Context: an optimization exercise on an open-source flow, tuned for small area. The choices shown serve that exercise and are no tape-out recipe. Function was checked by simulation only, so behaviour that the tests miss may differ from the original. Power figures rest on the tool's default switching activity, not on a simulated workload.

==> flow/design.v <==
module m_bin(input [63:0] v, input [4:0] s, output [4:0] b);
    function [4:0] bin_of;
        input [63:0] v;
        input [4:0]  s;
        integer      n;
        reg   [6:0]  top;
        reg   [6:0]  b;
        begin
            top = 7'd0;
            for (n = 0; n < 64; n = n + 1)
                if (v[n])
                    top = n + 1;
            if (top <= {2'b00, s})
                b = 7'd0;
            else
                b = top - {2'b00, s};
            bin_of = (b > 7'd31) ? 5'd31 : b[4:0];
        end
    endfunction
    assign b = bin_of(v, s);
endmodule
module m_hist(input clk, input rst, input count_it, input restart, input [4:0] smp_bin, input [3:0] phase, input [3:0] cap_cnt,
  output [4:0] n_all0, n_all1, n_pre0, n_pre1, output st_all, st_pre);
    integer i;
    reg [16:1] h_v, h_r, h_l;
    reg [3:0]  h_d [1:16];
    always @(posedge clk) begin
        h_v <= {h_v[15:1], !rst && count_it};
        h_r <= {h_r[15:1], rst || restart};
        h_l <= {h_l[15:1], smp_bin[0]};
        h_d[1] <= smp_bin[4:1] - phase;
        for (i = 2; i <= 16; i = i + 1)
            h_d[i] <= h_d[i-1];
    end
    reg [16:1] hit, pre, m_all, m_pre, z;
    always @(*) begin
        for (i = 1; i <= 16; i = i + 1) begin
            hit[i] = h_v[i] && (h_d[i] == i[3:0]);
            pre[i] = (i > cap_cnt);
        end
        m_all[1] = 1'b1; z[1] = 1'b1;
        for (i = 2; i <= 16; i = i + 1) begin
            m_all[i] = m_all[i-1] & ~h_r[i-1];
            z[i] = z[i-1] & ~(h_r[i-1] & pre[i-1]);
        end
        m_pre = pre & z;
    end
    function [4:0] pop16;
        input [15:0] x;
        integer k;
        begin
            pop16 = 5'd0;
            for (k = 0; k < 16; k = k + 1)
                pop16 = pop16 + {4'd0, x[k]};
        end
    endfunction
    assign n_all0 = pop16(hit & ~h_l & m_all);
    assign n_all1 = pop16(hit &  h_l & m_all);
    assign n_pre0 = pop16(hit & ~h_l & m_pre);
    assign n_pre1 = pop16(hit &  h_l & m_pre);
    assign st_all = |h_r;
    assign st_pre = |(h_r & pre);
endmodule
module m_head(input [63:0] r0, input [4:0] n_all0, n_all1, n_pre0, n_pre1, input st_all, st_pre, output [63:0] rn, output [63:0] sn);
    function [31:0] sat_add;
        input [31:0] a;
        input [4:0]  n;
        reg   [32:0] s;
        begin
            s = {1'b0, a} + {28'd0, n};
            sat_add = s[32] ? 32'hFFFF_FFFF : s[31:0];
        end
    endfunction
    wire [31:0] h0 = st_all ? 32'd0 : r0[31:0];
    wire [31:0] h1 = st_all ? 32'd0 : r0[63:32];
    wire [31:0] c0 = st_pre ? 32'd0 : r0[31:0];
    wire [31:0] c1 = st_pre ? 32'd0 : r0[63:32];
    assign rn = {sat_add(h1, n_all1), sat_add(h0, n_all0)};
    assign sn = {sat_add(c1, n_pre1), sat_add(c0, n_pre0)};
endmodule
module m_rings(input clk, input cap_act, input [63:0] rn, input [63:0] sn, output [63:0] r0, output [1023:0] cflat);
    integer i;
    reg [63:0] ring [0:15];
    reg [63:0] cring [0:15];
    always @(posedge clk) begin
        for (i = 0; i < 15; i = i + 1) begin
            ring[i]  <= ring[i+1];
            cring[i] <= cring[i+1];
        end
        ring[15]  <= rn;
        cring[15] <= cap_act ? sn : cring[0];
    end
    assign r0 = ring[0];
    genvar g;
    generate for (g = 0; g < 16; g = g + 1) begin : gf
        assign cflat[g*64 +: 64] = cring[g];
    end endgenerate
endmodule
module m_rd(input [1023:0] cflat, input [3:0] phase, input [4:0] rd_sel, input cap_valid, input cap_empty,
   input [63:0] cap_min, cap_max, cap_sum, input [47:0] cap_count, output reg [63:0] rd_data);
    wire [3:0] slot = rd_sel[3:0] - phase;
    integer k;
    always @(*) begin
        rd_data = 64'd0;
        for (k = 0; k < 16; k = k + 1)
            if (cap_valid && !rd_sel[4] && slot == k)
                rd_data = rd_data | cflat[k*64 +: 64];
        if (cap_valid && rd_sel == 5'd16) rd_data = rd_data | cap_min | {64{cap_empty}};
        if (cap_valid && !cap_empty && rd_sel == 5'd17) rd_data = rd_data | cap_max;
        if (cap_valid && !cap_empty && rd_sel == 5'd18) rd_data = rd_data | {16'd0, cap_count};
        if (cap_valid && !cap_empty && rd_sel == 5'd19) rd_data = rd_data | cap_sum;
    end
endmodule
module m_mmcs(input clk, input rst, input restart, input count_it, input take, input [63:0] smp_value,
   output reg [63:0] cap_min, cap_max, cap_sum, output reg [47:0] cap_count, output reg cap_empty);
    reg [47:0] count;
    reg [63:0] sum;
    reg [63:0] vmin;
    reg [63:0] vmax;
    reg        empty;
    wire       e = empty || restart;
    wire [63:0] addend = count_it ? smp_value : 64'd0;
    wire [64:0] sum_add = {1'b0, e ? 64'd0 : sum} + {1'b0, addend};
    wire [48:0] cnt_add = {1'b0, e ? 48'd0 : count} + {48'd0, count_it};
    always @(posedge clk) begin
        if (rst)
            empty <= 1'b1;
        else if (restart || count_it)
            empty <= !count_it;
        count <= cnt_add[48] ? count : cnt_add[47:0];
        sum   <= sum_add[64] ? {64{1'b1}} : sum_add[63:0];
        if (count_it) begin
            if (e || smp_value < vmin)
                vmin <= smp_value;
            if (e || smp_value > vmax)
                vmax <= smp_value;
        end
    end
    always @(posedge clk) begin
        if (take) begin
            cap_count <= count;
            cap_sum   <= sum;
            cap_min   <= vmin;
            cap_max   <= vmax;
            cap_empty <= empty;
        end
    end
endmodule
module sastrugi_unit (
    input  wire        clk, input  wire        rst,
    input  wire        cfg_we, input  wire [4:0]  cfg_shift,
    input  wire        smp_valid, input  wire [63:0] smp_value,
    input  wire        cap_req, input  wire        cap_clear, output wire        cap_busy,
    input  wire [4:0]  rd_sel, output wire [63:0] rd_data);
    reg [4:0]  shift;
    reg [3:0]  phase;
    reg [3:0]  cap_cnt;
    reg        cap_valid;
    assign cap_busy = (cap_cnt != 4'd0);
    wire take     = cap_req && !cap_busy;
    wire count_it = smp_valid && !cfg_we;
    wire restart  = cfg_we || (take && cap_clear);
    wire cap_act  = take || cap_busy;
    wire [4:0] smp_bin;
    m_bin ub(.v(smp_value), .s(shift), .b(smp_bin));
    always @(posedge clk) begin
        phase <= phase + 4'd1;
        if (rst) begin
            shift     <= 5'd0;
            cap_cnt   <= 4'd0;
            cap_valid <= 1'b0;
        end else begin
            if (cfg_we)
                shift <= cfg_shift;
            if (take) begin
                cap_cnt   <= 4'd1;
                cap_valid <= 1'b1;
            end else if (cap_busy)
                cap_cnt <= cap_cnt + 4'd1;
        end
    end
    wire [4:0] n_all0, n_all1, n_pre0, n_pre1; wire st_all, st_pre;
    m_hist uh(.clk(clk), .rst(rst), .count_it(count_it), .restart(restart), .smp_bin(smp_bin), .phase(phase), .cap_cnt(cap_cnt),
       .n_all0(n_all0), .n_all1(n_all1), .n_pre0(n_pre0), .n_pre1(n_pre1), .st_all(st_all), .st_pre(st_pre));
    wire [63:0] r0, rn, sn; wire [1023:0] cflat;
    m_head uhd(.r0(r0), .n_all0(n_all0), .n_all1(n_all1), .n_pre0(n_pre0), .n_pre1(n_pre1), .st_all(st_all), .st_pre(st_pre), .rn(rn), .sn(sn));
    m_rings ur(.clk(clk), .cap_act(cap_act), .rn(rn), .sn(sn), .r0(r0), .cflat(cflat));
    wire [63:0] cap_min, cap_max, cap_sum; wire [47:0] cap_count; wire cap_empty;
    m_mmcs um(.clk(clk), .rst(rst), .restart(restart), .count_it(count_it), .take(take), .smp_value(smp_value),
      .cap_min(cap_min), .cap_max(cap_max), .cap_sum(cap_sum), .cap_count(cap_count), .cap_empty(cap_empty));
    m_rd urd(.cflat(cflat), .phase(phase), .rd_sel(rd_sel), .cap_valid(cap_valid), .cap_empty(cap_empty), .cap_min(cap_min), .cap_max(cap_max), .cap_sum(cap_sum), .cap_count(cap_count), .rd_data(rd_data));
endmodule
==> flow/run.sh <==
#!/bin/bash
# synth_recipe.tcl (not shown) runs the flow's synth.tcl, then flattens the netlist and writes it again
# the make line also repeats each setting of config.mk as NAME=value (left out here)
make -C /OpenROAD-flow-scripts/flow DESIGN_CONFIG=/design/flow/config.mk WORK_HOME=/design/flow/orfs CLKGATE_MAP_FILE= SYNTH_SCRIPT=/design/flow/synth_recipe.tcl finish
==> flow/config.mk <==
export PLATFORM = sky130hd
export DESIGN_NAME = sastrugi_unit
export DESIGN_NICKNAME = sastrugi_unit
export VERILOG_FILES = /design/flow/design.v
export SDC_FILE = /design/flow/constraint.sdc
export NUM_CORES = 4
export LEC_CHECK = 0
export CAP_MARGIN = 20
export CORE_MARGIN = 2
export CORE_UTILIZATION = 60
export CTS_BUF_LIST = sky130_fd_sc_hd__clkbuf_8
export CTS_CLUSTER_DIAMETER = 50
export CTS_CLUSTER_SIZE = 16
export PLACE_DENSITY = 0.75
export SLEW_MARGIN = 20
==> flow/constraint.sdc <==
create_clock -name core_clock -period 14.0 [get_ports {clk}]
set_input_delay 2.8000 -clock core_clock [delete_from_list [all_inputs] [get_ports {clk}]]
set_output_delay 2.8000 -clock core_clock [all_outputs]
set_load 0.01 [all_outputs]
==> results of run 1 <==
## critical path, delay by kind of cell
kind                     cells  cell delay (ns)
AND/OR/NAND/NOR              4             1.63
buffers and inverters        5             2.00
adder cells (fa/ha/maj)      2             0.63
AO/OA/AOI/OAI                3             0.57
## metal layers
layer | global-route usage, % | vias up | wire, µm
met5 | 0 | - | 42
met4 | 10.4 | 4 | 6870
met3 | 5.02 | 404 | 13900
met2 | 39.0 | 1904 | 77800
met1 | 37.0 | 23100 | 80500
li1 | - | 22300 | -
## stage by stage
step | setup slack [ns] | hold WS (ns) | area [µm²] | power [mW] | std cells
after CTS | 3.66 | 0.309 | 88000 | 13.0 | 8230
final | 3.50 | 0.299 | 88000 | 12.9 | 8235
after global routing | 3.42 | 0.325 | 88000 | 13.4 | 8232
after detailed placement | 3.68 | 0.312 | 84400 | 9.17 | 7954
after floorplan | 5.71 | 0.310 | 81000 | 8.88 | 6205
after global placement | 3.71 | 0.310 | 84400 | 9.14 | 7953
## area by class of cell
cell class / count / area, µm² / share of cell area, %
inverter: 246 / 923 / 1.05
clock inverter: 66 / 707 / 0.803
sequential: 2656 / 57300 / 65.2
tap: 1768 / 2210 / 2.51
multi-input combinational: 3097 / 22200 / 25.2
antenna: 5 / 12.5 / 0.0142
timing repair buffer: 187 / 1760 / 2.00
clock buffer: 210 / 2890 / 3.28
## where the power goes
group	switching, mW	total [mW]	internal, mW
clock	2.35	3.90	1.55
combinational	0.294	0.454	0.160
sequential	0.272	8.56	8.28
total	2.91	12.9	10.0
## layout by cell type, fill, tap and decap left out, drive strengths merged, types with 21 or more instances in the layout
master | netlist | routed
clkbuf | 182 | 210
dfxtp | 2239 | 2239
nand2b | 39 | 39
xor2 | 114 | 114
o21bai | 21 | 21
a221o | 53 | 53
nor2 | 268 | 268
and3 | 38 | 38
a21oi | 200 | 200
a22o | 146 | 146
a21o | 96 | 96
a211o | 54 | 54
nor4 | 26 | 26
ha | 249 | 249
nand4 | 132 | 132
a221oi | 149 | 149
edfxtp | 417 | 417
and2 | 159 | 159
buf | 24 | 43
nor3 | 50 | 50
nor2b | 47 | 47
o21ai | 193 | 193
a222oi | 64 | 64
o21a | 29 | 29
a22oi | 98 | 98
fa | 48 | 48
nand3 | 95 | 95
nand2 | 433 | 433
clkdlybuf4s50 | 0 | 144
inv | 246 | 283
xnor2 | 107 | 107
## logic make-up after synthesis
| kind of cell | Yosys count |
|---|---|
| flops | 2656 |
| simple gates | 1363 |
| xor+xnor | 221 |
| mux | 8 |
| buf+inv | 452 |
| compound gates | 1208 |
| fa+ha+maj | 297 |
## synthesized netlist by cell type, types with 37 or more instances
| cell type | count | area, µm² |
|---|---|---|
| edfxtp_1 | 417 | 12500 |
| a22oi_1 | 98 | 736 |
| a22o_1 | 146 | 1280 |
| o21ai_1 | 38 | 190 |
| ha_1 | 249 | 3120 |
| a21oi_1 | 200 | 1000 |
| nand3_1 | 92 | 460 |
| nor2_1 | 265 | 995 |
| nor2b_1 | 47 | 294 |
| xor2_1 | 114 | 998 |
| nand2_1 | 431 | 1620 |
| and2_1 | 159 | 995 |
| a221oi_1 | 148 | 1300 |
| fa_1 | 48 | 961 |
| inv_1 | 246 | 923 |
| a221o_1 | 53 | 531 |
| nand2b_1 | 39 | 244 |
| a21o_1 | 96 | 721 |
| a222oi_1 | 64 | 641 |
| xnor2_1 | 107 | 937 |
| a211o_1 | 54 | 473 |
| nand4_1 | 132 | 826 |
| clkbuf_1 | 182 | 683 |
| and3_1 | 37 | 231 |
| dfxtp_1 | 2239 | 44800 |
| o21ai_0 | 145 | 726 |
| nor3_1 | 48 | 240 |
## registers in the layout, indices dropped and copies added, names as in the netlist
signal        flops
cap_cnt           4
cap_valid         1
phase             4
shift             5
uh.h_d           64
uh.h_l           16
uh.h_r           16
uh.h_v           16
um.cap_count     48
um.cap_empty      1
um.cap_max       64
um.cap_min       64
um.cap_sum       64
um.count         48
um.empty          1
um.sum           64
um.vmax          64
um.vmin          64
ur.cring       1024
ur.ring        1024
## worst max path at each step
stage / end / slack (ns) / cells past startpoint
after floorplan: um.vmax[0] / 5.71 / 8
after global routing: rd_data[31] / 3.42 / 14
after global placement: rd_data[42] / 3.71 / 14
after detailed placement: rd_data[42] / 3.68 / 14
after CTS: rd_data[42] / 3.66 / 14
final: rd_data[42] / 3.50 / 14
==> flow_summary.json, run 1 <==
{
  "pin_count": 145,
  "die_area_um2": 138000,
  "grt_pass1_wl_um": 274000,
  "crit_required_ns": 11.20,
  "io_buffer_count": 144,
  "antenna_found_initial": 5,
  "htree_num_levels": 4,
  "drive_above_1_share_pct": 6.05,
  "p_per_area_nw_per_um2": 147,
  "syn_inst": 6205,
  "clock_latency_ns": 0.97,
  "area_delta_synth_final_pct": 8.60,
  "hold_path_startpoint": "ur.ring[1][56]",
  "setup_tns_ns": 0,
  "slew_viol_final": 0,
  "drc": 0,
  "coreArea_um2": 134000,
  "synth_edf_count": 417,
  "finClkSkew_ns": 0.0436,
  "grt.overflow.total": 0,
  "post_drt_wl_per_cell_um": 21.8,
  "hold_buffers": 0,
  "path_clk_slew_ns": 0.09,
  "critPathMaxFanout": 38,
  "yosysSeqAreaShare_pct": 70.8,
  "synthSimpleGateAreaFrac_pct": 8.49,
  "hold_end": "ur.ring[0][56]",
  "max_stage_delay_ns": 0.89,
  "ctsResizeCount": 0,
  "cts_tree": "yes",
  "cts_setup_buffers": 0,
  "hold_depth": 0,
  "netlist_area_um2": 81000,
  "async_flop_share_pct": 0,
  "synth-xor-area-share_pct": 2.39,
  "via_per_inst": 5.80,
  "synth_top_family_by_area": "compound AO/OA/AOI/OAI gates",
  "dpl.hpwl_um": 119000,
  "grt_pass1_vias": 47400,
  "timing.rr.start": "cap_cnt[1]",
  "synthFlopType": "dfxtp_1",
  "hold_viol": 0,
  "arrival_ns": 7.70,
  "final_util_pct": 65.8,
  "cts.path.max_buffers": 3,
  "ys_ff_latch": 2656,
  "cts_made_buffers": 200,
  "die_y_um": 372,
  "synth_compound_area_share_pct": 11.1,
  "grt_max_degree": 78,
  "p_leak_nw": 35.9,
  "fmax_ghz": 0.0952,
  "synthAdderAreaFrac_pct": 5.03,
  "fin_nets": 6765,
  "num_vias": 47700,
  "rrSetupSlack_ns": 3.99,
  "crit_type": "primary input to output port",
  "synth_area_per_cell_um2": 13.1,
  "syn_nets": 6582,
  "synth_cell_types": 97,
  "maxCapViolations": 0,
  "track_usage_pct": 25.9,
  "fp-row-count": 134,
  "max_slew_margin_pct": 18.6,
  "fillers": 9721,
  "cts.sinks": 2656,
  "final-setup-viol-count": 0,
  "ctsRootBufferMaster": "clkbuf_8",
  "dr.first_iter.drc_count": 4761,
  "die_x_um": 372,
  "tightest_slew_ns": 1.22,
  "first_pass_iters": 8,
  "startpoint_type": "primary input",
  "ant_nets": 0,
  "irDropWorstVdd_mv": 0.108,
  "ys_warn_count": 10,
  "fin_crit_sh_pct": 75.0,
  "reg2reg_depth": 25,
  "reg2reg_to": "ur.cring[15][45]",
  "cp-startpoint": "rd_sel[0]",
  "wirelength_um": 179000,
  "crit_path_top_delay_cell": "nor2_4",
  "start_util_pct": 60.6,
  "end_kind": "output port",
  "globalplace.congestion": 0.943,
  "status": "no timing/DRC/antenna violations",
  "hp-class": "flip-flop to flip-flop",
  "synthMuxAreaShare_pct": 0.102,
  "min_period_ns": 10.50,
  "grt_setup_unrepaired": "false",
  "crit_chain": "clkdlybuf4s50_1 > inv_1 > ha_1 > inv_1 > fa_1 > nor3b_1 > nand2_1 > nor2_4 > buf_4 > a22o_1 > a221oi_1 > nand4_1 > a211o_1 > clkdlybuf4s50_1"
}
==> run 2: changes to the inputs <==
--- a/flow/config.mk
+++ b/flow/config.mk
@@ -8,8 +8,8 @@
 export CAP_MARGIN = 20
 export CORE_MARGIN = 2
 export CORE_UTILIZATION = 60
-export CTS_BUF_LIST = sky130_fd_sc_hd__clkbuf_8
-export CTS_CLUSTER_DIAMETER = 50
-export CTS_CLUSTER_SIZE = 16
+export CTS_BUF_LIST = sky130_fd_sc_hd__clkbuf_16
+export CTS_CLUSTER_DIAMETER = 80
+export CTS_CLUSTER_SIZE = 30
 export PLACE_DENSITY = 0.75
 export SLEW_MARGIN = 20
==> run 2 against run 1 <==
Compared with the run above:
- largest cell class unchanged
- clock power fell by 5%
- critical path type unchanged
- synthesized area stayed put
- cell area decreased by 0.56%
- highest routed layer unchanged
- register-to-register slack worse by 0.02 ns
- via count is 1.1% lower
- non-clock buffer count stayed put
- combinational power about the same
- sequential power about the same
- first-iteration DRC count down 1.4%
==> flow_summary.json, run 2 <==
{
  "syn_inst": 6205,
  "antenna_found_initial": 9,
  "synth_edf_count": 417,
  "layout.cells.non_filler": 8102,
  "max_slew_margin_pct": 20.4,
  "dpl.hpwl_um": 119000,
  "ctsRootBufferMaster": "clkbuf_16",
  "hold_buffers": 0,
  "cts_setup_buffers": 0,
  "synth_cell_types": 97,
  "fmax_ghz": 0.0956,
  "synthTopCellsByArea": "dfxtp_1, edfxtp_1, ha_1, nand2_1, a221oi_1",
  "status": "no timing/DRC/antenna violations",
  "crit_chain": "clkdlybuf4s50_1 > inv_1 > ha_1 > inv_1 > fa_1 > nor3b_1 > nand2_1 > nor2_4 > buf_4 > a222oi_1 > nand4_1 > a211o_1 > clkdlybuf4s50_1",
  "pin_count": 145,
  "rrSetupSlack_ns": 3.97,
  "area_delta_synth_final_pct": 7.99,
  "critPathTopFamily": "buffers and inverters",
  "grt_pass1_wl_um": 271000,
  "final_util_pct": 65.4,
  "final-setup-viol-count": 0,
  "power_frac_comb_pct": 3.6,
  "num_vias": 47200,
  "finClkSkew_ns": 0.0395,
  "p_leak_nw": 35.5,
  "pre_cts_ws_ns": 3.68,
  "p_per_area_nw_per_um2": 145,
  "clkPwrFrac_pct": 29.1,
  "ys_warn_count": 10,
  "cts.sinks": 2656,
  "synth_area_per_cell_um2": 13.1,
  "synth_common_cells": "dfxtp_1, nand2_1, edfxtp_1",
  "yosys.area.top_type": "dfxtp_1",
  "io_buffer_count": 144,
  "ant_nets": 0,
  "hold_viol": 0,
  "drc": 0,
  "ctsResizeCount": 0,
  "p_int_mw": 9.90,
  "p_total_mw": 12.7,
  "hp-class": "flip-flop to flip-flop",
  "cts.path.max_buffers": 3,
  "grt_pass1_vias": 46600,
  "hold_ws_ns": 0.315,
  "post_drt_wl_per_cell_um": 22.0,
  "cts_made_buffers": 104,
  "path_clk_slew_ns": 0.11,
  "yosysMostFrequentCell": "dfxtp_1",
  "coreArea_um2": 134000,
  "die_y_um": 372,
  "track_usage_pct": 25.6,
  "power_frac_seq_pct": 67.3,
  "ys_ff_latch": 2656,
  "startpoint_type": "primary input",
  "async_flop_share_pct": 0,
  "swShare_pct": 22.2,
  "netlist_area_um2": 81000,
  "synth_top_area_share_pct": 55.3,
  "drive_above_1_share_pct": 4.25,
  "syn_nets": 6582,
  "start_util_pct": 60.6,
  "cp_num_buf_inv": 5,
  "setup_tns_ns": 0,
  "fin_nets": 6669,
  "maxCapViolations": 0,
  "placed_cells": 7954,
  "grt_max_degree": 78,
  "layout_commonest_cell": "dfxtp_1",
  "place_area_um2": 84400,
  "min_period_ns": 10.46,
  "synthFlopType": "dfxtp_1",
  "grt.overflow.total": 0,
  "max_stage_delay_ns": 0.86,
  "fin_area_um2": 87500,
  "fillers": 9739,
  "dr.first_iter.drc_count": 4694,
  "yosysSeqAreaShare_pct": 70.8,
  "via_per_inst": 5.82,
  "cts_tree": "yes",
  "end_kind": "output port",
  "crit_type": "primary input to output port",
  "clock_latency_ns": 0.78,
  "crit_path_top_delay_cell": "nor2_4",
  "arrival_ns": 7.66,
  "switching_power_mw": 2.82,
  "htree_num_levels": 3,
  "critPathMaxFanout": 38,
  "die_area_um2": 138000,
  "slew_viol_final": 0,
  "tightest_slew_ns": 1.19,
  "irDropWorstVdd_mv": 0.105,
  "globalplace.congestion": 0.943,
  "crit_required_ns": 11.20,
  "mostFrequentLayoutCells": "dfxtp_1, nand2_1, edfxtp_1, inv_1, ha_1",
  "setup_ws_ns": 3.54,
  "fp-row-count": 134,
  "first_pass_iters": 9,
  "reg_top3": "ur.cring x1024, ur.ring x1024",
  "fin_crit_sh_pct": 74.7,
  "grt_setup_unrepaired": "false",
  "wirelength_um": 178000,
  "die_x_um": 372
}
[run 2: cell counts after synthesis]
No cell type changed its count.
[run 2: final timing paths]
kind	startpoint	end	depth (start not counted)
hold reg to reg	ur.ring[6][34]	ur.ring[5][34]	0
hold / removal	ur.ring[6][34]	ur.ring[5][34]	0
setup reg to reg	cap_cnt[1]	ur.cring[15][45]	25
setup / recovery	rd_sel[0]	rd_data[42]	13
[run 2: kinds of logic (layout without fill, tap and decap cells)]
family	Yosys count	count (layout)	share of synthesized area, %
adders and majority gates	297	297	5.03
other	0	3	0
buffers and inverters	452	578	2.15
DFF	2656	2656	70.8
AOI/OAI and AO/OA	1208	1208	11.1
and+or+nand+nor	1363	1363	8.49
xor gates and xnor gates	221	221	2.39
muxes	8	8	0.102
[run 2: layout make-up]
type                       instances  area, µm²  share of cell area [%]
clock buffer                     108       2700                    3.09
inverter                         246        923                    1.06
timing repair buffer             187       1760                    2.01
sequential                      2656      57300                    65.5
antenna                            3       7.51                 0.00858
clock inverter                    37        410                   0.469
multi-input combinational       3097      22200                    25.3
tap                             1768       2210                    2.53
[run 2: layer usage]
metal	wire [µm]	vias up	GRT usage [%]
met5	31	-	0
met4	6670	6	9.78
met3	14100	359	3.81
met2	77500	1859	38.9
met1	79900	22900	37.2
li1	-	22100	-
[run 2: power by group through the flow]
stage          Combinational (mW)  Sequential, mW  Clock (mW)
2_1_floorplan               0.263            8.62           0
3_3_place_gp                0.438            8.70           0
3_5_place_dp                0.451            8.72           0
4_1_cts                     0.453            8.55        3.77
5_1_grt                     0.496            8.61        4.02
6_report                    0.455            8.56        3.70

==> afterwards: timing with drivers on the ports <==
The results above use ideal ports. As a check the final layouts listed here were re-extracted and re-timed, cells and wires unchanged.
Step 1 assumes that a clkbuf_16 drives the clock port and a buf_2 every other input.
Step 2, shift: input delay + t, output delay - t, t = (earliest + latest rising clock arrival at the registers) / 2. This alone moves slack from input paths to output paths.
Slacks: no drivers / after step 1 / after step 2; pairs: no drivers / after step 1.
| run | shift t [ns] | slack for setup (ns) | worst setup path at the end |
|---|---|---|---|
| run 1 | 1.020 | 3.497 / 3.442 / 3.442 | input to output |
| run 2 | 0.833 | 3.541 / 3.485 / 3.485 | input to output |
After both steps every run listed still meets setup and hold. The setup slack of run 2, which loses most, moves by -0.056 ns with the drivers and by -0.056 ns with both steps.
